Background: an optimization exercise with open tools, aiming at small area. Do not read the settings as production practice.
In this exercise RTL edits were held to simulation tests only and were not proved equivalent to the original.
Power is estimated from default activity; no workload was simulated.

<file path="flow/design.v">
module drover (
    input  logic        clk,
    input  logic        rst,             
    input  logic [6:0]  cfg_last,
    input  logic [6:0]  cfg_wrap_top,
    input  logic [6:0]  cfg_wrap_bottom,
    input  logic [5:0]  cfg_drive_count,   
    input  logic [3:0]  cfg_fix_count,     
    input  logic [2:0]  cfg_cue_count,     
    input  logic [5:0]  cfg_sense_count,   
    input  logic [3:0]  cfg_cue_pat1,
    input  logic [3:0]  cfg_cue_pat2,
    input  logic [3:0]  cfg_cue_pat3,
    input  logic [3:0]  cfg_dwell_n,
    input  logic        cfg_in_dir,
    input  logic        cfg_out_dir,
    input  logic [5:0]  cfg_in_frame,      
    input  logic [5:0]  cfg_out_frame,     
    input  logic        cfg_autopush,
    input  logic        cfg_autopull,
    input  logic [3:0]  cfg_frame,
    input  logic [15:0] cfg_edge_arm,      
    input  logic        cfg_bad_safe,
    input  logic [17:0] cfg_xpre,
    input  logic [17:0] cfg_ypre,
    input  logic [17:0] cfg_tper,
    input  logic [1:0]  ctrl,
    input  logic        wr_en,
    input  logic [2:0]  wr_word,
    input  logic [17:0] wr_data,
    input  logic [2:0]  rd_word,
    input  logic        rd_sched,
    output logic [17:0] rd_data,
    output logic [6:0]  imem_addr,
    input  logic [17:0] imem_data,
    input  logic [31:0] sense,
    input  logic        test_pin,
    output logic [31:0] drive_lvl,
    output logic [31:0] drive_oe,
    output logic [7:0]  fix_lvl,
    output logic [7:0]  fix_oe,
    output logic [3:0]  cue_lvl,
    output logic [3:0]  cue_oe,
    output logic        safe,
    output logic [1:0]  state,
    output logic [3:0]  cause,
    output logic [7:0]  flags,
    output logic [17:0] rx_overrun
);
    localparam logic [1:0] S_OFF = 2'd0, S_RUN = 2'd1, S_STOPPED = 2'd2, S_FAULT = 2'd3;
    localparam logic [1:0] Q_GOOD = 2'b00, Q_HELD = 2'b01, Q_FORCED = 2'b10, Q_BAD = 2'b11;
    logic [1:0]  st_q;
    logic [3:0]  cause_q;
    logic [6:0]  pc_q;
    logic [17:0] x_q, y_q, t_q, cnt_q;
    logic [17:0] xpre_q, ypre_q;
    logic [17:0] tpm1_q;             
    logic [35:0] sin_q, sout_q;
    logic [5:0]  sin_fill_q, sout_left_q;
    logic [3:0]  dwell_q;
    logic [17:0] txd0_q, txd1_q;
    logic        txnew_q;
    logic [1:0]  txq_q;
    logic [15:0] rxd0_q, rxd1_q;
    logic [1:0]  rxq_q;
    logic        rx_unread_q;
    logic [17:0] overrun_q;
    logic [15:0] emode_q;
    logic [7:0]  eflag_q, last_q;
    logic        override_q;
    logic [31:0] drive_lvl_q, drive_oe_q;
    logic [7:0]  fix_lvl_q, fix_oe_q;
    logic [3:0]  cue_q;
    logic [7:0]  flags_q;
    logic [31:0] sense_mask, drive_mask;
    logic [7:0]  fix_mask, edge_mask;
    logic [3:0]  cue_mask;
    always_comb begin
        for (int i = 0; i < 32; i++) sense_mask[i] = (cfg_sense_count > i);
        for (int i = 0; i < 32; i++) drive_mask[i] = (cfg_drive_count > i);
        for (int i = 0; i < 8; i++)  fix_mask[i]   = (cfg_fix_count > i);
        for (int i = 0; i < 4; i++)  cue_mask[i]   = (cfg_cue_count > i);
        edge_mask = sense_mask[7:0];
    end
    logic [3:0]  op;
    logic [1:0]  cue_sel;
    logic        dwell_bit;
    logic [10:0] args;
    logic [5:0]  n;
    logic [2:0]  dst;                 
    logic [3:0]  brc;                 
    assign op        = imem_data[17:14];
    assign cue_sel   = imem_data[13:12];
    assign dwell_bit = imem_data[11];
    assign args      = imem_data[10:0];
    assign n         = args[5:0];
    assign dst       = args[10:8];
    assign brc       = args[10:7];
    logic is_br, is_hold, is_shin, is_shout, is_latch, is_take, is_copy, is_put,
          is_step, is_edge, is_flag, is_halt, is_undef;
    always_comb begin
        is_br    = (op == 4'h0);
        is_hold  = (op == 4'h1);
        is_shin  = (op == 4'h2);
        is_shout = (op == 4'h3);
        is_latch = (op == 4'h4);
        is_take  = (op == 4'h5);
        is_copy  = (op == 4'h6);
        is_put   = (op == 4'h7);
        is_step  = (op == 4'h8);
        is_edge  = (op == 4'h9);
        is_flag  = (op == 4'hA);
        is_halt  = (op == 4'hB);
        is_undef = op[3] & op[2];
    end
    logic restart, run_cmd, run_now;
    logic wr_tx0, wr_tx1, wr_xpre, wr_ypre, wr_tper, wr_eclr;
    assign restart = (ctrl == 2'd3);
    assign run_cmd = (ctrl == 2'd2) && (st_q == S_STOPPED);
    assign run_now = restart || run_cmd || (st_q == S_RUN);
    assign wr_tx0  = wr_en && wr_word == 3'd0;
    assign wr_tx1  = wr_en && wr_word == 3'd1;
    assign wr_xpre = wr_en && wr_word == 3'd2 && !wr_data[16];
    assign wr_ypre = wr_en && wr_word == 3'd3 && !wr_data[16];
    assign wr_tper = wr_en && wr_word == 3'd4 && !wr_data[16];
    assign wr_eclr = wr_en && wr_word == 3'd6 && !wr_data[16];
    logic [17:0] x_r, y_r, t_r, xpre_w, ypre_w, tpm1_w, txd0_w, txd1_w;
    logic [35:0] sin_r, sout_r;
    logic [5:0]  fill_r, left_r;
    logic [6:0]  pc_r;
    logic [3:0]  dwell_r;
    logic [15:0] emode_r;
    logic        txnew_r, unread_r;
    logic [7:0]  eflag_r;
    logic [17:0] dec_in, dec_out;
    logic [18:0] dec_b;
    assign dec_in   = rst ? cfg_tper : {2'b00, wr_data[15:0]};
    assign dec_b[0] = 1'b1;
    for (genvar i = 0; i < 18; i++) begin : g_dec
        assign dec_b[i+1]  = dec_b[i] & ~dec_in[i];
        assign dec_out[i]  = (dec_in[i] ^ dec_b[i]) & ~dec_b[18];
    end
    logic [17:0] xpre_r, ypre_r;
    assign xpre_r  = rst ? cfg_xpre : xpre_q;
    assign ypre_r  = rst ? cfg_ypre : ypre_q;
    assign x_r     = (restart || rst) ? xpre_r : x_q;
    assign y_r     = (restart || rst) ? ypre_r : y_q;
    assign t_r     = restart ? tpm1_q : t_q;
    assign sin_r   = restart ? 36'd0 : sin_q;
    assign sout_r  = restart ? 36'd0 : sout_q;
    assign fill_r  = restart ? 6'd0 : sin_fill_q;
    assign left_r  = restart ? 6'd0 : sout_left_q;
    assign pc_r    = restart ? 7'd0 : pc_q;
    assign dwell_r = restart ? 4'd0 : dwell_q;
    assign emode_r = restart ? cfg_edge_arm : emode_q;
    assign xpre_w  = (wr_xpre && !rst) ? {2'b00, wr_data[15:0]} : xpre_r;
    assign ypre_w  = (wr_ypre && !rst) ? {2'b00, wr_data[15:0]} : ypre_r;
    assign tpm1_w  = wr_tper ? dec_out : tpm1_q;
    assign txd0_w  = wr_tx0 ? wr_data : txd0_q;
    assign txd1_w  = wr_tx1 ? wr_data : txd1_q;
    assign txnew_r = txnew_q | wr_tx0 | wr_tx1;
    assign unread_r = rx_unread_q & ~(rd_sched && rd_word == 3'd0);
    logic [7:0] eflag_e;      
    always_comb begin
        eflag_r = (restart ? 8'd0 : eflag_q) & ~(wr_eclr ? wr_data[7:0] : 8'd0);
        eflag_e = eflag_r;
        if (run_now)
            for (int i = 0; i < 8; i++)
                if (edge_mask[i] &&
                    ((emode_r[2*i]   && !last_q[i] &&  sense[i]) ||
                     (emode_r[2*i+1] &&  last_q[i] && !sense[i])))
                    eflag_e[i] = 1'b1;
    end
    logic idle0, exec, fault_op;
    assign idle0    = run_now && dwell_r == 4'd0;
    assign exec     = idle0 && !is_undef;
    assign fault_op = idle0 && is_undef;
    logic [2:0]  ssel;
    logic [35:0] src;
    logic [2:0]  sel3;
    logic [1:0]  rsel;
    logic [17:0] areg;
    assign sel3 = is_shin ? dst : args[5:3];
    always_comb begin
        if (is_step)     rsel = args[10:9];
        else if (is_br)  rsel = {1'b0, brc == 4'd3 || brc == 4'd4};
        else case (sel3)
            3'd1: rsel = 2'd0;
            3'd2: rsel = 2'd1;
            3'd5: rsel = 2'd2;
            default: rsel = 2'd3;
        endcase
        case (rsel)
            2'd0: areg = x_r;
            2'd1: areg = y_r;
            2'd2: areg = t_r;
            default: areg = cnt_q;
        endcase
    end
    assign ssel = is_hold ? 3'd0 : is_shout ? 3'd4 : sel3;
    always_comb begin
        case (ssel)
            3'd0: src = {4'd0, sense & sense_mask};
            3'd1, 3'd2, 3'd5: src = {18'd0, areg};
            3'd3: src = is_shin ? 36'd0 : sin_r;
            3'd4: src = is_shin ? {36{1'b1}} : sout_r;
            3'd6: src = is_shin ? {28'd0, eflag_e} : {18'd0, xpre_w};
            default: src = is_shin ? {18'd0, areg} : {18'd0, ypre_w};
        endcase
    end
    logic [35:0] m;                   
    logic        right;               
    logic [35:0] rev_src, rin, rot;
    logic [5:0]  k;
    logic sel_rev;
    logic [35:0] sel_sin, sel_src;
    assign right   = is_shin ? cfg_in_dir : cfg_out_dir;
    assign sel_rev = is_copy || is_hold;
    for (genvar i = 0; i < 36; i++) begin : g_rin
        assign m[i]       = (n > i);
        assign rev_src[i] = src[35-i];
        assign sel_sin[i] = is_shin && !(right && m[i]);
        assign sel_src[i] = !sel_rev && !sel_sin[i] && !(is_shout && right && m[i]);
        assign rin[i]     = (sel_rev && rev_src[i]) | (sel_sin[i] && sin_r[i]) | (sel_src[i] && src[i]);
    end
    always_comb begin
        if (is_hold) begin
            k = n;                        
        end else if (is_copy) begin
            if (dst == 3'd3 || dst == 3'd4)      k = 6'd0;
            else if (dst == 3'd0 || dst == 3'd6) k = cfg_drive_count;
            else                                 k = 6'd18;
        end else begin
            k = right ? 6'd36 - n : n;
        end
    end
    logic [35:0] r1, r2, r4, r8, r16;
    assign r1  = k[0] ? {rin[34:0], rin[35]}    : rin;
    assign r2  = k[1] ? {r1[33:0],  r1[35:34]}  : r1;
    assign r4  = k[2] ? {r2[31:0],  r2[35:32]}  : r2;
    assign r8  = k[3] ? {r4[27:0],  r4[35:28]}  : r4;
    assign r16 = k[4] ? {r8[19:0],  r8[35:20]}  : r8;
    assign rot = k[5] ? {r16[3:0],  r16[35:4]}  : r16;
    logic [35:0] neg_src;
    logic [36:0] neg_any;
    logic [6:0] neg_blk;
    assign neg_blk[0] = 1'b0;
    for (genvar b = 0; b < 6; b++) begin : g_negb
        assign neg_blk[b+1] = neg_blk[b] | (|src[6*b +: 6]);
        assign neg_any[6*b] = neg_blk[b];
        for (genvar j = 1; j < 6; j++) begin : g_bit
            assign neg_any[6*b+j] = neg_any[6*b+j-1] | src[6*b+j-1];
        end
    end
    assign neg_any[36] = neg_blk[6];
    for (genvar i = 0; i < 36; i++) begin : g_neg
        assign neg_src[i] = src[i] ^ neg_any[i];
    end
    logic [17:0] add_a, add_b, sum;
    logic [18:0] add_c;
    logic        add_co;
    always_comb begin
        add_a = areg;
        if (is_step) begin
            add_b = {{9{args[8]}}, args[8:0]};
        end else begin
            case (brc)
                4'd1, 4'd3: add_b = 18'd0;
                4'd2, 4'd4: add_b = {18{1'b1}};
                default:    add_b = ~y_r;
            endcase
        end
    end
    logic [17:0] add_p, add_g;
    logic [2:0]  blk_p, blk_g;
    assign add_p = add_a ^ add_b;
    assign add_g = add_a & add_b;
    assign add_c[0] = !is_step && (brc == 4'd5 || brc == 4'd15);
    for (genvar b = 0; b < 3; b++) begin : g_addb
        logic [6:0] c, gg;
        assign c[0]  = add_c[6*b];
        assign gg[0] = 1'b0;
        for (genvar j = 0; j < 6; j++) begin : g_bit
            assign sum[6*b+j] = add_p[6*b+j] ^ c[j];
            assign c[j+1]     = add_g[6*b+j] | (add_p[6*b+j] & c[j]);
            assign gg[j+1]    = add_g[6*b+j] | (add_p[6*b+j] & gg[j]);
            if (j > 0) assign add_c[6*b+j] = c[j];
        end
        assign blk_p[b]     = &add_p[6*b +: 6];
        assign blk_g[b]     = gg[6];
        assign add_c[6*b+6] = blk_g[b] | (blk_p[b] & add_c[6*b]);
    end
    assign add_co   = add_c[18];
    logic areg_hi0;
    assign areg_hi0 = (areg[17:1] == 17'd0);
    logic [6:0] fill_sum;
    logic [5:0] fill_after, left_after;
    logic       fill_ge, left_zero;
    always_comb begin
        fill_sum = {1'b0, fill_r} + {1'b0, n};
        if (exec && is_shin)
            fill_after = (fill_sum >= 7'd36) ? 6'd36 : fill_sum[5:0];
        else if (exec && is_copy && dst == 3'd3)
            fill_after = 6'd36;
        else
            fill_after = fill_r;
        if (exec && is_shout)
            left_after = (left_r > n) ? left_r - n : 6'd0;
        else if (exec && is_copy && dst == 3'd4)
            left_after = cfg_out_frame;
        else
            left_after = left_r;
        fill_ge   = (fill_after >= cfg_in_frame);
        if (exec && is_shout)
            left_zero = (left_r <= n);
        else if (exec && is_copy && dst == 3'd4)
            left_zero = (cfg_out_frame == 6'd0);
        else
            left_zero = (left_r == 6'd0);
    end
    logic t_zero, cond, hold_v, hold_ok, shout_fault, ok, done, jump;
    logic [6:0] jump_pc;
    logic [18:0] tb;
    logic [17:0] t_dec;
    assign tb[0] = 1'b1;
    for (genvar i = 0; i < 18; i++) begin : g_tdec
        assign tb[i+1]  = tb[i] & ~t_r[i];
        assign t_dec[i] = t_r[i] ^ tb[i];
    end
    assign t_zero = tb[18];
    always_comb begin
        case (brc)
            4'd0:  cond = 1'b1;
            4'd1, 4'd3: cond = areg_hi0 && !areg[0];
            4'd2, 4'd4: cond = !(areg_hi0 && areg[0]);
            4'd5:  cond = &blk_p;
            4'd6:  cond = test_pin;
            4'd7:  cond = !test_pin;
            4'd8:  cond = fill_ge;
            4'd9:  cond = left_zero;
            4'd10: cond = eflag_e[0];
            4'd11: cond = eflag_e[1];
            4'd12: cond = t_zero;
            4'd13: cond = (txq_q == Q_BAD);
            4'd14: cond = txnew_r;
            default: cond = !add_co;
        endcase
        case (dst)
            3'd0: hold_v = rot[35];
            3'd1: hold_v = test_pin;
            3'd2: hold_v = eflag_e[args[2:0]];
            3'd3: hold_v = t_zero;
            3'd4: hold_v = flags_q[args[2:0]];
            3'd5: hold_v = fill_ge;
            3'd6: hold_v = left_zero;
            default: hold_v = 1'b0;
        endcase
        hold_ok     = (hold_v == args[7]);
        shout_fault = is_shout && dst == 3'd6 && (shout_v[6:0] > cfg_last);
        ok          = exec && !shout_fault;
        done        = ok && !(is_hold && !hold_ok);
        jump        = (is_br && cond) || (is_shout && dst == 3'd6);
        jump_pc     = is_br ? args[6:0] : shout_v[6:0];
    end
    logic [17:0] wbr;
    logic [35:0] wb, shout_v, shout_rest, use_src, use_rot;
    logic        use_inv, use_neg, use_imm, use_sum;
    assign use_inv = is_copy && args[7:6] == 2'd1;
    assign use_neg = is_copy && args[7:6] == 2'd3;
    assign use_imm = is_put;
    assign use_sum = is_step || is_br;
    for (genvar i = 0; i < 36; i++) begin : g_wb
        assign use_src[i] = (is_shin && !cfg_in_dir && m[i]) || (is_shout && cfg_out_dir && m[i]) ||
                            (is_copy && args[7:6] == 2'd0);
        assign use_rot[i] = (is_shin && !(!cfg_in_dir && m[i])) || (is_shout && !cfg_out_dir && m[i]) ||
                            (is_copy && args[7:6] == 2'd2);
        assign shout_v[i]    = m[i] && (cfg_out_dir ? src[i] : rot[i]);
        assign shout_rest[i] = rot[i] && !(!cfg_out_dir && m[i]);
        assign wb[i] = (src[i] ? use_src[i] : use_inv) | (rot[i] & use_rot[i]) | (neg_src[i] & use_neg);
        if (i < 8)
            assign wbr[i] = wb[i] | (args[i] & use_imm) | (sum[i] & use_sum);
        else if (i < 18)
            assign wbr[i] = wb[i] | (sum[i] & use_sum);
    end
    logic x_we, y_we, t_we, cnt_we, sin_we, sout_sh, sout_cp, dl_we, doe_we;
    always_comb begin
        x_we   = exec && ((is_step && args[10:9] == 2'd0) || (is_br && brc == 4'd2) ||
                        ((is_shout || is_copy || is_put) && dst == 3'd1));
        y_we   = exec && ((is_step && args[10:9] == 2'd1) || (is_br && brc == 4'd4) ||
                        ((is_shout || is_copy || is_put) && dst == 3'd2));
        t_we   = exec && ((is_step && args[10:9] == 2'd2) || ((is_shout || is_copy) && dst == 3'd5) ||
                        (is_put && dst == 3'd4));
        cnt_we = exec && ((is_step && args[10:9] == 2'd3) || ((is_shout || is_copy) && dst == 3'd7) ||
                        (is_put && dst == 3'd5));
        sin_we  = exec && (is_shin || (is_copy && dst == 3'd3));
        sout_sh = exec && is_shout && !shout_fault;
        sout_cp = exec && is_copy && dst == 3'd4;
        dl_we   = exec && (is_shout || is_copy) && dst == 3'd0;
        doe_we  = exec && ((is_shout && dst == 3'd4) || (is_copy && dst == 3'd6));
    end
    logic [31:0] dmask;
    assign dmask = drive_mask & (is_shout ? m[31:0] : 32'hFFFF_FFFF);
    logic [18:0] ovr_c;
    logic [17:0] ovr_inc;
    assign ovr_c[0] = 1'b1;
    for (genvar i = 0; i < 18; i++) begin : g_ovr
        assign ovr_c[i+1] = ovr_c[i] & overrun_q[i];
        assign ovr_inc[i] = overrun_q[i] ^ (ovr_c[i] & ~ovr_c[18]);
    end
    logic        latch_en, latch_exp, latch_clr, take_en;
    logic [35:0] sin_after;
    logic [31:0] edata;
    logic [1:0]  worst;
    always_comb begin
        sin_after = sin_we ? wb : sin_r;
        latch_en  = ok && (is_latch || (cfg_autopush && fill_ge));
        latch_exp = latch_en && !(is_latch && args[8]);
        latch_clr = latch_en && !(is_latch && args[7]);
        edata     = cfg_in_dir ? sin_after[35:4] : sin_after[31:0];
        take_en   = ok && (is_take ? !(args[10] && !txnew_r)
                                   : (cfg_autopull && left_zero && txnew_r));
        worst[0]  = txd0_w[16] | txd1_w[16];
        worst[1]  = (txd0_w[17:16] == Q_BAD) || (txd1_w[17:16] == Q_BAD) ||
                    (!txd0_w[16] && !txd1_w[16] && (txd0_w[17] || txd1_w[17]));
    end
    logic [1:0]  st_d;
    logic [3:0]  cause_d;
    logic [6:0]  pc_d;
    logic [17:0] t_d;
    logic [3:0]  dwell_d;
    logic [7:0]  eflag_clr, flags_d;
    logic [15:0] emode_d;
    always_comb begin
        st_d    = (restart || run_cmd) ? S_RUN : st_q;
        cause_d = (restart || run_cmd) ? 4'd0 : cause_q;
        if (fault_op) begin
            st_d = S_FAULT;  cause_d = {2'b10, op[1:0]};
        end else if (exec && shout_fault) begin
            st_d = S_FAULT;  cause_d = 4'd4;
        end else if (done && is_halt) begin
            st_d = S_STOPPED;  cause_d = 4'd1;
        end
        if (ctrl == 2'd1 && st_q == S_RUN && !fault_op && !(exec && shout_fault)) begin
            st_d = S_STOPPED;  cause_d = 4'd2;
        end
        if (done)
            pc_d = jump ? jump_pc : (pc_r == cfg_wrap_top) ? cfg_wrap_bottom : pc_r + 7'd1;
        else
            pc_d = pc_r;
        if (run_now && dwell_r != 4'd0)
            dwell_d = dwell_r - 4'd1;
        else if (done && dwell_bit)
            dwell_d = cfg_dwell_n;
        else
            dwell_d = dwell_r;
        if (t_we)
            t_d = wbr;
        else if (t_zero)
            t_d = tpm1_w;
        else
            t_d = t_dec;
        eflag_clr = 8'd0;
        emode_d   = emode_r;
        if (exec && is_br && cond && brc == 4'd10) eflag_clr[0] = 1'b1;
        if (exec && is_br && cond && brc == 4'd11) eflag_clr[1] = 1'b1;
        if (exec && is_hold && hold_ok && args[7] && dst == 3'd2) eflag_clr[args[2:0]] = 1'b1;
        if (exec && is_edge)
            for (int i = 0; i < 8; i++)
                if (args[i]) begin
                    if (dst == 3'd0 || dst == 3'd2 || dst == 3'd3 || dst == 3'd4)
                        eflag_clr[i] = 1'b1;
                    if (dst == 3'd1 || dst == 3'd2 || dst == 3'd3 || dst == 3'd4)
                        emode_d[2*i +: 2] = dst[1:0] - 2'd1;
                end
        flags_d = flags_q;
        if (exec && is_flag && args[10:9] != 2'd3)
            flags_d[args[2:0]] = (args[10:9] == 2'd0) ? 1'b1 :
                                 (args[10:9] == 2'd1) ? 1'b0 : ~flags_q[args[2:0]];
        if (exec && is_hold && hold_ok && args[7] && dst == 3'd4)
            flags_d[args[2:0]] = 1'b0;
    end
    always_ff @(posedge clk) begin
        x_q    <= (x_we && !rst) ? wbr : x_r;
        y_q    <= (y_we && !rst) ? wbr : y_r;
        xpre_q <= xpre_w;
        ypre_q <= ypre_w;
    end
    always_ff @(posedge clk) begin
        if (rst) begin
            st_q <= S_RUN;         cause_q <= 4'd0;        pc_q <= 7'd0;
            cnt_q <= 18'd0;
            t_q <= dec_out;
            tpm1_q <= dec_out;
            sin_q <= 36'd0;        sout_q <= 36'd0;
            sin_fill_q <= 6'd0;    sout_left_q <= 6'd0;
            dwell_q <= 4'd0;
            txd0_q <= 18'd0;       txd1_q <= 18'd0;        txnew_q <= 1'b0;    txq_q <= Q_GOOD;
            rxd0_q <= 16'd0;       rxd1_q <= 16'd0;        rxq_q <= Q_BAD;
            rx_unread_q <= 1'b0;   overrun_q <= 18'd0;
            emode_q <= cfg_edge_arm;  eflag_q <= 8'd0;     last_q <= 8'd0;
            override_q <= 1'b0;
            drive_lvl_q <= 32'd0;  drive_oe_q <= 32'd0;
            fix_lvl_q <= 8'd0;     fix_oe_q <= 8'd0;
            cue_q <= cfg_cue_pat1; flags_q <= 8'd0;
        end else begin
            st_q    <= st_d;
            cause_q <= cause_d;
            pc_q    <= pc_d;
            t_q     <= t_d;
            cnt_q   <= cnt_we ? wbr : cnt_q;
            tpm1_q  <= tpm1_w;
            sin_q      <= latch_clr ? 36'd0 : sin_after;
            sin_fill_q <= latch_clr ? 6'd0 : fill_after;
            sout_q     <= take_en ? (cfg_out_dir ? {cfg_frame, txd1_w[15:0], txd0_w[15:0]}
                                                 : {txd1_w[15:0], txd0_w[15:0], cfg_frame})
                        : sout_sh ? shout_rest
                        : sout_cp ? wb
                        : sout_r;
            sout_left_q <= take_en ? cfg_out_frame : shout_fault ? left_r : left_after;
            dwell_q    <= dwell_d;
            txd0_q  <= txd0_w;
            txd1_q  <= txd1_w;
            txnew_q <= take_en ? 1'b0 : txnew_r;
            if (take_en) begin
                txq_q <= worst;
                if (worst == Q_BAD) begin
                    if (cfg_bad_safe) override_q <= 1'b1;
                end else begin
                    override_q <= 1'b0;
                end
            end
            if (latch_exp) begin
                rxd0_q <= edata[15:0];
                rxd1_q <= edata[31:16];
                rxq_q  <= (is_latch ? args[10:9] : 2'd0);
                if (unread_r) overrun_q <= ovr_inc;
            end
            rx_unread_q <= latch_exp ? 1'b1 : unread_r;
            emode_q <= exec && is_edge ? emode_d : emode_r;
            eflag_q <= eflag_e & ~eflag_clr;
            for (int i = 0; i < 8; i++)
                if (run_now && edge_mask[i]) last_q[i] <= sense[i];
            if (dl_we)  drive_lvl_q <= (drive_lvl_q & ~dmask) | (wb[31:0] & dmask);
            if (doe_we) drive_oe_q  <= (drive_oe_q & ~dmask)  | (wb[31:0] & dmask);
            if (exec && is_put && dst == 3'd0) fix_lvl_q <= (fix_lvl_q & ~fix_mask) | (args[7:0] & fix_mask);
            if (exec && is_put && dst == 3'd3) fix_oe_q  <= (fix_oe_q & ~fix_mask)  | (args[7:0] & fix_mask);
            if (ok && cue_sel != 2'd0)
                cue_q <= (cue_sel == 2'd1) ? cfg_cue_pat1 : (cue_sel == 2'd2) ? cfg_cue_pat2 : cfg_cue_pat3;
            flags_q <= flags_d;
        end
    end
    logic [1:0] q_reg, q_rx;
    always_comb begin
        if (st_q == S_FAULT) begin
            q_reg = Q_BAD;  q_rx = Q_BAD;
        end else if (st_q == S_RUN) begin
            q_reg = Q_GOOD;
            if (rxq_q == Q_BAD)                     q_rx = Q_BAD;
            else if (rxq_q == Q_HELD || !rx_unread_q) q_rx = Q_HELD;
            else                                    q_rx = rxq_q;
        end else begin
            q_reg = Q_HELD;
            q_rx  = (rxq_q == Q_BAD) ? Q_BAD : Q_HELD;
        end
        case (rd_word)
            3'd0: rd_data = {q_rx, rxd0_q};
            3'd1: rd_data = {q_rx, rxd1_q};
            3'd2: rd_data = {q_reg, x_q[15:0]};
            3'd3: rd_data = {q_reg, y_q[15:0]};
            3'd4: rd_data = {q_reg, t_q[15:0]};
            3'd5: rd_data = {Q_GOOD, st_q, pc_q, txq_q, txnew_q, rx_unread_q, override_q, 2'b00};
            3'd6: rd_data = {q_reg, last_q, eflag_q};
            default: rd_data = {q_reg, cnt_q[15:0]};
        endcase
    end
    assign imem_addr  = pc_q;
    assign drive_lvl  = drive_lvl_q;
    assign drive_oe   = drive_oe_q;
    assign fix_lvl    = fix_lvl_q;
    assign fix_oe     = fix_oe_q;
    assign cue_oe     = (st_q == S_RUN || st_q == S_STOPPED) ? cue_mask : 4'd0;
    assign cue_lvl    = cue_q & cue_oe;
    assign safe       = (st_q == S_FAULT) || override_q;
    assign state      = st_q;
    assign cause      = cause_q;
    assign flags      = flags_q;
    assign rx_overrun = overrun_q;
endmodule
</file>
<file path="flow/flow/run.sh">
#!/bin/bash
# The standard layout (standard.sh), with two changes:
#  - synthesis maps the logic with an area-oriented ABC script
#    (flow/abc_area.script) in place of ORFS's; the registers are the
#    standard synthesis's, and flow/regnames.py gives the few that the
#    standard synthesis names by number (those that drive ports) the same
#    names, pairing them by the net they drive;
#  - the port buffers are the smallest buffer, buf_1.
# Each tool's output goes to a log of its own in this folder.
set -euo pipefail
R="$PWD/orfs/results/$FLOW_PLATFORM/drover/base"

# 1. the standard synthesis, kept for its register names
bash standard.sh synth > synth_standard.log 2>&1
cp "$R/1_2_yosys.v" standard_1_2_yosys.v

# 2. the same synthesis with the area-oriented ABC script
rm -rf synth_scripts
cp -r "$FLOW_HOME/scripts" synth_scripts
cp flow/abc_area.script synth_scripts/abc_area.script
rm -f "$R/1_2_yosys.v" "$R/1_2_yosys.sdc" "$R/1_synth.odb" "$R/1_synth.sdc"
bash standard.sh SCRIPTS_DIR="$PWD/synth_scripts" synth > synth_area.log 2>&1
cp "$R/1_2_yosys.v" area_1_2_yosys.v

# 3. the standard synthesis's register names; if the registers cannot be
#    paired, lay out the standard synthesis instead
if python3 flow/regnames.py standard_1_2_yosys.v area_1_2_yosys.v named_1_2_yosys.v > regnames.log 2>&1; then
  cp named_1_2_yosys.v "$R/1_2_yosys.v"
else
  cp standard_1_2_yosys.v "$R/1_2_yosys.v"
fi
touch "$R/1_2_yosys.v"

# 4. the rest of the standard layout
bash standard.sh BUFFER_PORTS_ARGS="-buffer_cell sky130_fd_sc_hd__buf_1" > layout.log 2>&1
</file>
<file path="flow/flow/abc_area.script">
strash
&get -n
&fraig -x
&put
scorr
dc2
strash
&get -n
&deepsyn -T 240
&put
dch -f
amap -F 20 -A 20
topo
stime -c
</file>
<file path="flow/flow/regnames.py">
#!/usr/bin/env python3
"""Give the registers of an alternative synthesis netlist the names the
standard synthesis gave them, pairing each register by the net its Q drives.

usage: regnames.py STANDARD.v MINE.v OUT.v
Exits non-zero if the two netlists' registers cannot be paired one to one
with the same cell types.
"""
import re, sys

CELL = re.compile(r'^(\s*)(sky130_fd_sc_hd__\w+)\s+(\S+)\s*\(\s*$')

def cells(lines):
    """yield (line index, type, name, {pin: net}) for each cell instance"""
    i = 0
    while i < len(lines):
        m = CELL.match(lines[i])
        if m:
            pins = {}
            j = i + 1
            while not lines[j].strip().startswith(');'):
                pm = re.match(r'\s*\.(\w+)\((.*)\),?\s*$', lines[j])
                if pm:
                    pins[pm.group(1)] = pm.group(2).strip()
                j += 1
            yield i, m.group(2), m.group(3), pins
            i = j
        i += 1

def is_ff(t):
    return 'df' in t.split('__')[1]

std = open(sys.argv[1]).read().split('\n')
mine = open(sys.argv[2]).read().split('\n')

std_ff = {}
for _, t, n, p in cells(std):
    if is_ff(t):
        std_ff[p['Q']] = (t, n)
mine_cells = list(cells(mine))
mine_ff = {p['Q']: (i, t, n) for i, t, n, p in mine_cells if is_ff(t)}

if set(std_ff) != set(mine_ff):
    sys.exit('register Q nets differ: %d standard, %d mine' % (len(std_ff), len(mine_ff)))
for q, (t, n) in std_ff.items():
    if mine_ff[q][1] != t:
        sys.exit('register on %s: type %s, standard %s' % (q, mine_ff[q][1], t))

def set_name(i, old, new):
    m = CELL.match(mine[i])
    assert m.group(3) == old
    mine[i] = '%s%s %s (' % (m.group(1), m.group(2), new)

targets = {n for t, n in std_ff.values()}
used = {n for _, _, n, _ in mine_cells}
k = 0
# move other cells off the names the registers need
for i, t, n, p in mine_cells:
    if n in targets and not (is_ff(t) and std_ff[p['Q']][1] == n):
        while True:
            k += 1
            fresh = '_rn%d_' % k
            if fresh not in used and fresh not in targets:
                break
        set_name(i, n, fresh)
        used.add(fresh)
renamed = 0
for q, (i, t, n) in mine_ff.items():
    want = std_ff[q][1]
    if n != want:
        m = CELL.match(mine[i])
        set_name(i, m.group(3), want)
        renamed += 1
open(sys.argv[3], 'w').write('\n'.join(mine))
print('paired %d registers, renamed %d' % (len(std_ff), renamed))
</file>
<file path="flow/standard.sh">
#!/bin/bash
# synth_recipe.tcl (not shown) runs the flow's synth.tcl, then flattens the netlist and writes it again
# the make line also repeats each setting of config.mk as NAME=value (left out here)
make -C /OpenROAD-flow-scripts/flow DESIGN_CONFIG=/design/flow/config.mk WORK_HOME=/design/flow/orfs CLKGATE_MAP_FILE= SYNTH_SCRIPT=/design/flow/synth_recipe.tcl "${@:-finish}"
</file>
<file path="flow/config.mk">
export PLATFORM = sky130hd
export DESIGN_NAME = drover
export DESIGN_NICKNAME = drover
export VERILOG_FILES = /design/flow/design.v
export SDC_FILE = /design/flow/constraint.sdc
export NUM_CORES = 4
export LEC_CHECK = 0
export ABC_AREA = 1
export CAP_MARGIN = 20
export CORE_MARGIN = 2
export CORE_UTILIZATION = 45
export CTS_BUF_LIST = sky130_fd_sc_hd__clkbuf_4
export PLACE_DENSITY = 0.7
export SETUP_SLACK_MARGIN = 0.4
export SLEW_MARGIN = 20
</file>
<file path="flow/constraint.sdc">
create_clock -name core_clock -period 12.0 [get_ports {clk}]
set_input_delay 2.4000 -clock core_clock [delete_from_list [all_inputs] [get_ports {clk}]]
set_output_delay 2.4000 -clock core_clock [all_outputs]
set_load 0.01 [all_outputs]
</file>
==> metrics.cfg, run 1 <==
[outcome]
status = complete, no violations

[floorplan]
core_area_um2 = 61800
die_w_um = 254
fp.dieH_um = 254
rows = 91
io_pins = 374
initial_utilization_pct = 45.6
dieArea_um2 = 64700

[pwr]
p_per_area_nw_per_um2 = 137
p_leak_uw = 0.0133
vdd_ir_drop_max_uv = 105

[timing]
slew_headroom_pct = 15.0
min_period_over_period_pct = 91.9
finalMaxSlewViolations = 0
fmax_ghz = 0.0907
layout_min_cycle_time_ns = 11.03
worst_hold_slack_ns = 0.452
hold_viol = 0
tns_ns = 0
clock_skew_ns = 0.0911
rsz0062_at_grt = false
worst_slew_pin_slew_ns = 1.27
setup_viol = 0

[placement]
gp_congestion = 1.15
port_buffers = 373
place_inst = 5394
hpwl_um = 140000

[finish]
final_util_pct = 58.5
multi_input_area_um2 = 17600
nets = 5041
nFillCells = 5962
areaGrowthSynthToFinish_pct = 28.2
layout-drive-gt1-share_pct = 15.4
stdcell_count = 5619
seq_area_um2 = 8930

[job]
drv_cap = 0

[hold_path]
hp-class = reg2reg
hold-path-cell-count = 2

[grt]
grt.overflow.total = 0
grt_max_degree = 76
grt_usage_pct = 52.4
grt_pass1_vias = 35600
grt_antenna_before_repair = 16
grt_pass1_wl_um = 246000

[route]
drtIter0Drc = 7870
viasPerCell = 6.92
drc = 0
wirelength_um = 176000
vias = 38900
firstDrtPassIters = 13
wl_per_cell_um = 31.2
ant_nets = 0

[clocking]
clkSinkCount = 444
insertion_delay_ns = 1.01
numCtsBuffers = 116
path_clk_slew_ns = 0.06
clk_path_buf_depth = 3
root_buffer = clkbuf_4
cts_tree = built
cts_max_level = 3
cts_hold_buf = 0

[critical_path]
path_depth = 64
critPathMaxStageDelay_ns = 0.32
r2r-end = overrun_q[14]
path_buf_inv = 18
start_kind = input port
reg2reg_slack_ns = 2.33
path_class = in2reg
cp_slowest_cell = o221ai_1
rr_startpoint = st_q[1]
crit_family = compound AO/OA/AOI/OAI gates
critPathArrivalTime_ns = 11.87
crit_top_cell = clkinv_2
reg2reg_depth = 59
crit_required_ns = 12.84
crit_fanout = 5
endpoint_kind = register

[yosys]
synth_flop_cell = dfxtp_1
syn_inst = 3731
async_flop_share_pct = 0
ys_ff_latch = 444
avgSynthCellArea_um2 = 7.56
synth-edff-count = 4
yosys_warnings = 1
synth_nets = 4095
synth_area_um2 = 28200
ys_seq_area_share_pct = 31.7
synth_cell_type_count = 54

## area by class of cell
type	count	area share (%)
tap	837	2.90
timing repair buffer	828	13.4
clock inverter	38	0.668
sequential	444	24.7
antenna	21	0.145
inverter	566	6.00
clock buffer	164	3.41
multi-input combinational	2721	48.8
## through the flow
stage	cell area, um2	power (uW)	setup slack, ns
after detailed placement	34500	3470	-0.282
final	36100	4960	0.970
after CTS	35900	4820	0.674
after global routing	36100	5080	0.420
after floorplan	28500	2520	-1.46
after global placement	34500	3470	-0.0262
## layer usage
layer / global-route usage [%] / wire length (um) / up-vias / part of all wire (%)
met2: 76.6 / 71400 / 3510 / 41
met4: 42.9 / 18000 / 0 / 10
li1: - / - / 16500 / -
met3: 16.6 / 24500 / 885 / 14
met5: 0.301 / 0 / - / 0
met1: 63.0 / 61600 / 18000 / 35
## kinds of logic after synthesis
kind of cell	share of synthesized area (%)
AO/OA/AOI/OAI	39.1
adder cells (fa/ha/maj)	6.49
buffers and inverters	7.53
flip-flops	31.7
AND/OR/NAND/NOR	15.2
## worst max-delay path by stage
stage	from	end
after floorplan	imem_data[17]	overrun_q[14]
after global placement	imem_data[15]	overrun_q[14]
after detailed placement	imem_data[15]	overrun_q[14]
after CTS	imem_data[15]	overrun_q[14]
after global routing	imem_data[16]	overrun_q[14]
final	imem_data[16]	overrun_q[14]
## power breakdown
part	switching, uW	internal, uW	total, uW	leakage, uW
logic	1290	639	1930	0.00875
registers	78.8	1570	1650	0.00364
clock network	725	661	1390	0.000874
## synth_stat cells (all sizes together), types with 50 or more instances
master	n	area, um2
a21oi	188	941
a221oi	62	543
a222oi	158	1580
a22oi	61	458
clkinv	566	2120
dfxtp	440	8810
ha	119	1490
nand2	189	709
nand3	94	470
nor2	419	1570
nor3	82	410
o21ai	414	2070
o221ai	84	736
o22a	50	438
o22ai	363	2270
## tightest hold or removal path: cells and delay by family (launching register included)
kind | cells | cell delay, ns
AO/OA/AOI/OAI | 1 | 0.05
AND/OR/NAND/NOR | 1 | 0.05
flip-flops | 1 | 0.30
## cell usage in the layout (no fill, tap or decap), types with 33 or more instances in the layout
cell / netlist / routed
clkinv_1: 566 / 571
buf_4: 0 / 451
dfxtp_1: 440 / 440
o21ai_0: 414 / 406
nor2_1: 419 / 391
buf_1: 0 / 372
o22ai_1: 363 / 353
nand2_1: 189 / 186
a21oi_1: 188 / 184
clkbuf_4: 0 / 165
a222oi_1: 158 / 158
ha_1: 119 / 118
nand3_1: 94 / 94
o221ai_1: 84 / 82
nor3_1: 82 / 76
a22oi_1: 61 / 61
a221oi_1: 62 / 54
o22a_1: 50 / 50
or2_0: 36 / 36
and3_1: 36 / 34
o21a_1: 33 / 33
## what timing repair did
item | CTS | global route
buffers inserted | 0 | 2
endpoints found under the setup margin | 0 | 5
resized for setup | 0 | 25
==> inputs of run 2 (changes only) <==
--- a/flow/config.mk
+++ b/flow/config.mk
@@ -9,6 +9,7 @@
 export CAP_MARGIN = 20
 export CORE_MARGIN = 2
-export CORE_UTILIZATION = 45
+export CORE_UTILIZATION = 50
 export CTS_BUF_LIST = sky130_fd_sc_hd__clkbuf_4
+export GPL_ROUTABILITY_DRIVEN = 0
 export PLACE_DENSITY = 0.7
 export SETUP_SLACK_MARGIN = 0.4
==> metrics.cfg, run 2 <==
[critical_path]
path_class = in2reg  ; unchanged
r2r-end = overrun_q[14]  ; unchanged
cp_slowest_cell = a221oi_1  ; was o221ai_1
rr_startpoint = st_q[1]  ; unchanged
start_kind = input port  ; unchanged
crit_fanout = 6  ; was 5
crit_top_cell = clkinv_2  ; unchanged
reg2reg_depth = 54  ; was 59
crit_required_ns = 12.86  ; was 12.84 ns
reg2reg_slack_ns = 1.73  ; was 2.33 ns
critPathMaxStageDelay_ns = 0.60  ; was 0.32 ns
endpoint_kind = register  ; unchanged
critPathArrivalTime_ns = 12.29  ; was 11.87 ns

[timing]
layout_min_cycle_time_ns = 11.43  ; was 11.03 ns
finalMaxSlewViolations = 0  ; unchanged
fmax_ghz = 0.0875  ; was 0.0907 GHz
worst_slew_pin_slew_ns = 1.36  ; was 1.27 ns
setup_viol = 0  ; unchanged
min_period_over_period_pct = 95.3  ; was 91.9%
slew_headroom_pct = 9.38  ; was 15.0%
hold_viol = 0  ; unchanged
rsz0062_at_grt = false  ; unchanged
clock_skew_ns = 0.0958  ; was 0.0911 ns

[grt]
grt_max_degree = 65  ; was 76
grt_pass1_vias = 34700  ; was 35600
met3_usage_pct = 31.9  ; was 16.6%
grt_antenna_before_repair = 29  ; was 16
grt.overflow.total = 0  ; unchanged
grt_pass1_wl_um = 227000  ; was 246000 um
grt_busiest_layer = met2  ; unchanged
met2_usage_pct = 71.0  ; was 76.6%
use_met1_pct = 59.3  ; was 63.0%
grt_usage_pct = 53.4  ; was 52.4%

[pwr]
p_leak_uw = 0.0123  ; was 0.0133 uW
p_total_uw = 4810  ; was 4960 uW
p_per_area_nw_per_um2 = 139  ; was 137 nW/um2
vdd_ir_drop_max_uv = 111  ; was 105 uV

[yosys]
synth_most_common_cell = clkinv_1  ; unchanged
synth_area_leader_cell = dfxtp_1  ; unchanged
synth_area_um2 = 28200  ; unchanged
synth_flop_cell = dfxtp_1  ; unchanged
ys_ff_latch = 444  ; unchanged
async_flop_share_pct = 0  ; unchanged
ys_seq_area_share_pct = 31.7  ; unchanged
yosysTopAreaCellShare_pct = 31.2  ; unchanged
synth-edff-count = 4  ; unchanged
yosys_warnings = 1  ; unchanged
avgSynthCellArea_um2 = 7.56  ; unchanged
synth_cell_type_count = 54  ; unchanged
ys_top_cells_by_count = clkinv_1 (566), dfxtp_1 (440), nor2_1 (419), o21ai_0 (414), o22ai_1 (363)  ; unchanged
synth_nets = 4095  ; unchanged
syn_inst = 3731  ; unchanged
synth_area_leaders = dfxtp_1 (31%), o22ai_1 (8.1%), clkinv_1 (7.5%)  ; unchanged

[finish]
nets = 4857  ; was 5041
stdcell_count = 5347  ; was 5619
areaGrowthSynthToFinish_pct = 22.6  ; was 28.2%
final_cell_mix = clkinv_1 (571), dfxtp_1 (440), o21ai_0 (403)  ; was clkinv_1 (571), buf_4 (451), dfxtp_1 (440)
layout-drive-gt1-share_pct = 11.9  ; was 15.4%
final_common_cell = clkinv_1  ; unchanged

[floorplan]
die_w_um = 241  ; was 254 um
initial_utilization_pct = 50.3  ; was 45.6%
io_pins = 374  ; unchanged
fp.dieH_um = 241  ; was 254 um
core_area_um2 = 56100  ; was 61800 um2
rows = 87  ; was 91
dieArea_um2 = 58300  ; was 64700 um2

[clocking]
path_clk_slew_ns = 0.07  ; was 0.06 ns
insertion_delay_ns = 1.02  ; was 1.01 ns
post_cts_buffers = 0  ; unchanged
cts_max_level = 3  ; unchanged
clkSinkCount = 444  ; unchanged
clk_path_buf_depth = 3  ; unchanged
cts_tree = built  ; unchanged
cts_hold_buf = 0  ; unchanged
root_buffer = clkbuf_4  ; unchanged
numCtsBuffers = 119  ; was 116

[placement]
place_inst = 5121  ; was 5394
hpwl_um = 121000  ; was 140000 um
port_buffers = 373  ; unchanged

[hold_path]
hp-class = reg2reg  ; unchanged
hold-path-cell-count = 2  ; unchanged

[job]
drv_cap = 0  ; unchanged

[outcome]
status = complete, no violations  ; unchanged

[route]
wirelength_um = 160000  ; was 176000 um
firstDrtPassIters = 20  ; was 13
viasPerCell = 7.25  ; was 6.92
vias = 38700  ; was 38900
ant_nets = 0  ; unchanged
drc = 0  ; unchanged
drtIter0Drc = 8269  ; was 7870
wl_per_cell_um = 29.9  ; was 31.2 um

-- run 2: worst max path at each step --
| stage | start | endpoint | cells past startpoint |
|---|---|---|---|
| detailed placement | imem_data[17] | overrun_q[14] | 67 |
| CTS | imem_data[10] | overrun_q[14] | 66 |
| global route | cfg_sense_count[1] | overrun_q[14] | 51 |
| global placement | imem_data[8] | overrun_q[14] | 66 |
| finish | cfg_sense_count[1] | overrun_q[14] | 51 |
| floorplan | imem_data[17] | overrun_q[14] | 54 |
-- run 2: per-stage QoR --
step	utilization, %	setup TNS [ns]	hold slack, ns	setup WS (ns)	area (um2)
2_1_floorplan	-	-29.63	0.423	-1.46	28500
3_3_place_gp	58.7	0	0.446	0.285	32900
3_5_place_dp	58.7	0	0.452	0.0744	32900
4_1_cts	61.3	0	0.462	1.02	34400
5_1_grt	61.6	0	0.478	0.360	34600
6_report	61.7	0	0.459	0.568	34600
-- run 2: where the power goes --
part	switching [uW]	internal, uW
Combinational	1220	540
Sequential	78.6	1570
Clock	716	688
Total	2020	2800
-- run 2: logic make-up (layout without fill, tap and decap cells) --
kind of cell | Yosys count | in the layout | share of synthesized area, %
buffers and inverters | 566 | 1409 | 7.53
other | 0 | 17 | 0
AOI/OAI and AO/OA | 1624 | 1624 | 39.1
DFF | 444 | 444 | 31.7
and+or+nand+nor | 961 | 961 | 15.2
adders and majority gates | 136 | 136 | 6.49
-- run 2: per-layer routing --
metal / vias up / wire [um]
li1: 16100 / -
met1: 17400 / 52400
met2: 3855 / 59800
met3: 1305 / 29200
met4: 28 / 18300
met5: - / 349
-- run 2: final cells by class --
cell class	instances	area, um2
tap	756	946
multi-input combinational	2721	17600
antenna	17	42.5
clock inverter	40	260
fill	5234	21500
inverter	566	2170
timing repair buffer	641	3420
sequential	444	8930
clock buffer	162	1220
-- run 2: timing repair --
| action | 4_1_cts | 5_1_grt |
|---|---|---|
| hold endpoints to repair | 0 | 0 |
| resized for setup | 0 | 24 |
| endpoints found under the setup margin | 0 | 6 |
-- run 2: critical path: cells and delay by family --
family	cells	cell delay, ns
compound gates	20	4.88
fa+ha+maj	1	0.23
buf+inv	11	1.68
simple gates	19	3.08
==> inputs of run 3 (changes only) <==
==> flow/flow/abc_area.script (replaced) <==
strash
&get -n
&fraig -x
&put
scorr
dc2
strash
&get -n
&deepsyn -T 60
&put
dch -f
amap -F 20 -A 20
topo
stime -c
==> metrics.cfg, run 3 <==
[yosys]
ys_top_cells_by_count = clkinv_1 (577), dfxtp_1 (440), o21ai_0 (419), nor2_1 (416), o22ai_1 (313)  ; was clkinv_1 (566), dfxtp_1 (440), nor2_1 (419), o21ai_0 (414), o22ai_1 (363)
synth_nets = 4082  ; was 4095
synth_flop_cell = dfxtp_1  ; unchanged
ys_ff_latch = 444  ; unchanged
synth_area_leader_cell = dfxtp_1  ; unchanged
synth-edff-count = 4  ; unchanged
yosysTopAreaCellShare_pct = 31.0  ; was 31.2%
avgSynthCellArea_um2 = 7.64  ; was 7.56 um2
yosys_warnings = 1  ; unchanged
synth_most_common_cell = clkinv_1  ; unchanged
ys_seq_area_share_pct = 31.4  ; was 31.7%
synth_area_um2 = 28400  ; was 28200 um2
synth_area_leaders = dfxtp_1 (31%), clkinv_1 (7.6%), o21ai_0 (7.4%)  ; was dfxtp_1 (31%), o22ai_1 (8.1%), clkinv_1 (7.5%)
synth_cell_type_count = 55  ; was 54
syn_inst = 3718  ; was 3731
async_flop_share_pct = 0  ; unchanged

[floorplan]
core_area_um2 = 56300  ; was 56100 um2
initial_utilization_pct = 50.4  ; was 50.3%
dieArea_um2 = 58700  ; was 58300 um2
rows = 87  ; unchanged
io_pins = 374  ; unchanged
fp.dieH_um = 242  ; was 241 um
die_w_um = 242  ; was 241 um

[grt]
grt.overflow.total = 0  ; unchanged
grt_pass1_wl_um = 225000  ; was 227000 um
grt_max_degree = 50  ; was 65
grt_antenna_before_repair = 18  ; was 29
grt_pass1_vias = 34500  ; was 34700
grt_usage_pct = 51.2  ; was 53.4%

[hold_path]
min_to = emode_q[8]
hold-path-cell-count = 2  ; unchanged
hp-class = reg2reg  ; unchanged
min_from = emode_q[8]

[clocking]
insertion_delay_ns = 0.99  ; was 1.02 ns
numCtsBuffers = 120  ; was 119
clkSinkCount = 444  ; unchanged
root_buffer = clkbuf_4  ; unchanged
cts_tree = built  ; unchanged
clk_path_buf_depth = 3  ; unchanged
cts_hold_buf = 0  ; unchanged
cts_max_level = 3  ; unchanged
path_clk_slew_ns = 0.07  ; about the same

[route]
viasPerCell = 7.31  ; was 7.25
vias = 38600  ; was 38700
wl_per_cell_um = 30.0  ; was 29.9 um
firstDrtPassIters = 17  ; was 20
wirelength_um = 158000  ; was 160000 um
ant_nets = 0  ; unchanged
drc = 0  ; unchanged
drtIter0Drc = 9340  ; was 8269

[critical_path]
reg2reg_depth = 48  ; was 54
critPathMaxStageDelay_ns = 0.67  ; was 0.60 ns
endpoint_kind = register  ; unchanged
cp_slowest_cell = nor2_1  ; was a221oi_1
reg2reg_slack_ns = 2.73  ; was 1.73 ns
crit_family = compound AO/OA/AOI/OAI gates  ; unchanged
crit_required_ns = 12.85  ; was 12.86 ns
critPathArrivalTime_ns = 12.05  ; was 12.29 ns
r2r-end = overrun_q[14]  ; unchanged
crit_top_cell = nor2_1  ; was clkinv_2
start_kind = input port  ; unchanged
rr_startpoint = st_q[1]  ; unchanged
path_class = in2reg  ; unchanged
path_buf_inv = 8  ; was 11
crit_fanout = 7  ; was 6

[timing]
setup_viol = 0  ; unchanged
finalMaxSlewViolations = 0  ; unchanged
worst_slew_pin_slew_ns = 1.37  ; was 1.36 ns
fmax_ghz = 0.0893  ; was 0.0875 GHz
rsz0062_at_grt = false  ; unchanged
slew_headroom_pct = 8.11  ; was 9.38%
hold_viol = 0  ; unchanged
layout_min_cycle_time_ns = 11.20  ; was 11.43 ns
min_period_over_period_pct = 93.3  ; was 95.3%
clock_skew_ns = 0.0849  ; was 0.0958 ns

[placement]
hpwl_um = 119000  ; was 121000 um
port_buffers = 373  ; unchanged
place_area_um2 = 32400  ; was 32900 um2

[finish]
final_cell_mix = clkinv_1 (584), dfxtp_1 (440), o21ai_0 (410)  ; was clkinv_1 (571), dfxtp_1 (440), o21ai_0 (403)
nets = 4774  ; was 4857
nFillCells = 5326  ; was 5234
areaGrowthSynthToFinish_pct = 20.8  ; was 22.6%
fin_area_um2 = 34300  ; was 34600 um2
layout-drive-gt1-share_pct = 10.4  ; was 11.9%
final_common_cell = clkinv_1  ; unchanged

[pwr]
p_total_uw = 4750  ; was 4810 uW
p_leak_uw = 0.0121  ; was 0.0123 uW
p_per_area_nw_per_um2 = 138  ; was 139 nW/um2
vdd_ir_drop_max_uv = 102  ; was 111 uV

[job]
drv_cap = 0  ; unchanged

[outcome]
status = complete, no violations  ; unchanged

run 3: cell types whose count changed in the layout (fill, tap and decap cells not counted), sizes merged, moves of 12 or more:
cell	change
nand3	-35
nand2	-38
clkbuf	+16
o22a	+26
a32oi	-12
o22ai	-50
buf	-70
a222oi	+28
run 3: kinds of logic after synthesis:
kind of cell | share of synthesized area (%)
buffers and inverters | 7.63
AO/OA/AOI/OAI | 39.9
AND/OR/NAND/NOR | 14.6
adder cells (fa/ha/maj) | 6.44
flip-flops | 31.5
run 3: final cells by class:
cell class	count	area, um2	area share [%]
Clock buffer	179	1340	3.92
Sequential cell	444	8930	26.0
Tap cell	756	946	2.76
Timing Repair Buffer	570	2890	8.42
Multi-Input combinational cell	2697	17700	51.7
Inverter	577	2180	6.36
Clock inverter	31	224	0.653
Antenna cell	24	60.1	0.175
run 3: layer usage:
layer / vias to the layer above / wire length (um) / GRT usage [%]
met2: 3829 / 59800 / 70.2
met1: 17500 / 53000 / 58.6
met3: 1269 / 28700 / 29.4
met5: - / 429 / 3.84
met4: 20 / 16400 / 37.5
li1: 16000 / - / -
run 3: power breakdown:
part	leakage (uW)	internal (uW)	switching, uW
sequential	0.00364	1560	80.2
clock	0.000936	743	700
combinational	0.00754	507	1150
run 3: per-stage QoR:
step                worst slack [ns]  TNS (ns)  hold WS (ns)  cells  utilization [%]
CTS                            0.712         0         0.457   5249             60.3
global route                   0.298         0         0.470   5264             60.9
floorplan                      0.419         0         0.426   3718                -
finish                         0.805         0         0.457   5278             60.9
detailed placement            -0.233    -0.373         0.441   5039             57.6
global placement              0.0882         0         0.441   5039             57.6
run 3: timing repair:
| action | 4_1_cts | 5_1_grt |
|---|---|---|
| setup buffers | 0 | 1 |
| endpoints found under the setup margin | 0 | 9 |
| gates resized for setup | 0 | 46 |
run 3: worst max-delay path by stage:
stage / end / cells after the start / from
floorplan: overrun_q[14] / 39 / imem_data[15]
global placement: overrun_q[14] / 53 / imem_data[17]
finish: overrun_q[14] / 49 / cfg_sense_count[5]
detailed placement: overrun_q[14] / 53 / imem_data[17]
CTS: overrun_q[14] / 54 / imem_data[17]
global route: overrun_q[14] / 52 / imem_data[17]
run 3: worst register-to-register path: cells and delay by family (launching register included):
kind | cells | cell delay [ns]
compound gates | 22 | 4.20
fa+ha+maj | 2 | 0.58
buf+inv | 6 | 0.86
flops | 1 | 0.71
simple gates | 18 | 2.87

-- port drivers added, routing unchanged --
In the flow no input, the clock included, has a driving cell. The finished layouts below were timed again as built, in two steps. Step 1 (the two cells are an assumption about what drives the block):
set clk [get_ports {clk}]
set_driving_cell -lib_cell sky130_fd_sc_hd__clkbuf_16 $clk
set_driving_cell -lib_cell sky130_fd_sc_hd__buf_2 [delete_from_list [all_inputs] $clk]
Step 2 moves the port delays by t, midway between the first and last clock arrival at a register: inputs arrive t later, outputs are due t later. That takes back most of the time a late clock gives input paths. Slacks: no drivers / after step 1 / after step 2; pairs: no drivers / after step 1.
run | t, ns | slack for setup (ns) | worst setup path at the end | worst slew at a driven data input, ns | cell pins on the clock port's net
run 1 | 1.030 | 0.970 / 0.991 / -0.039 | input to register | 0.08 | 1
run 2 | 1.034 | 0.568 / 0.608 / -0.426 | input to register | 0.08 | 1
run 3 | 1.012 | 0.805 / 0.847 / -0.166 | input to register | 0.10 | 1
Met with ideal ports but missed after step 2: setup timing in every run listed. For run 1, which loses most, drivers alone change the setup slack by +0.021 ns; drivers and shift together by -1.009 ns.
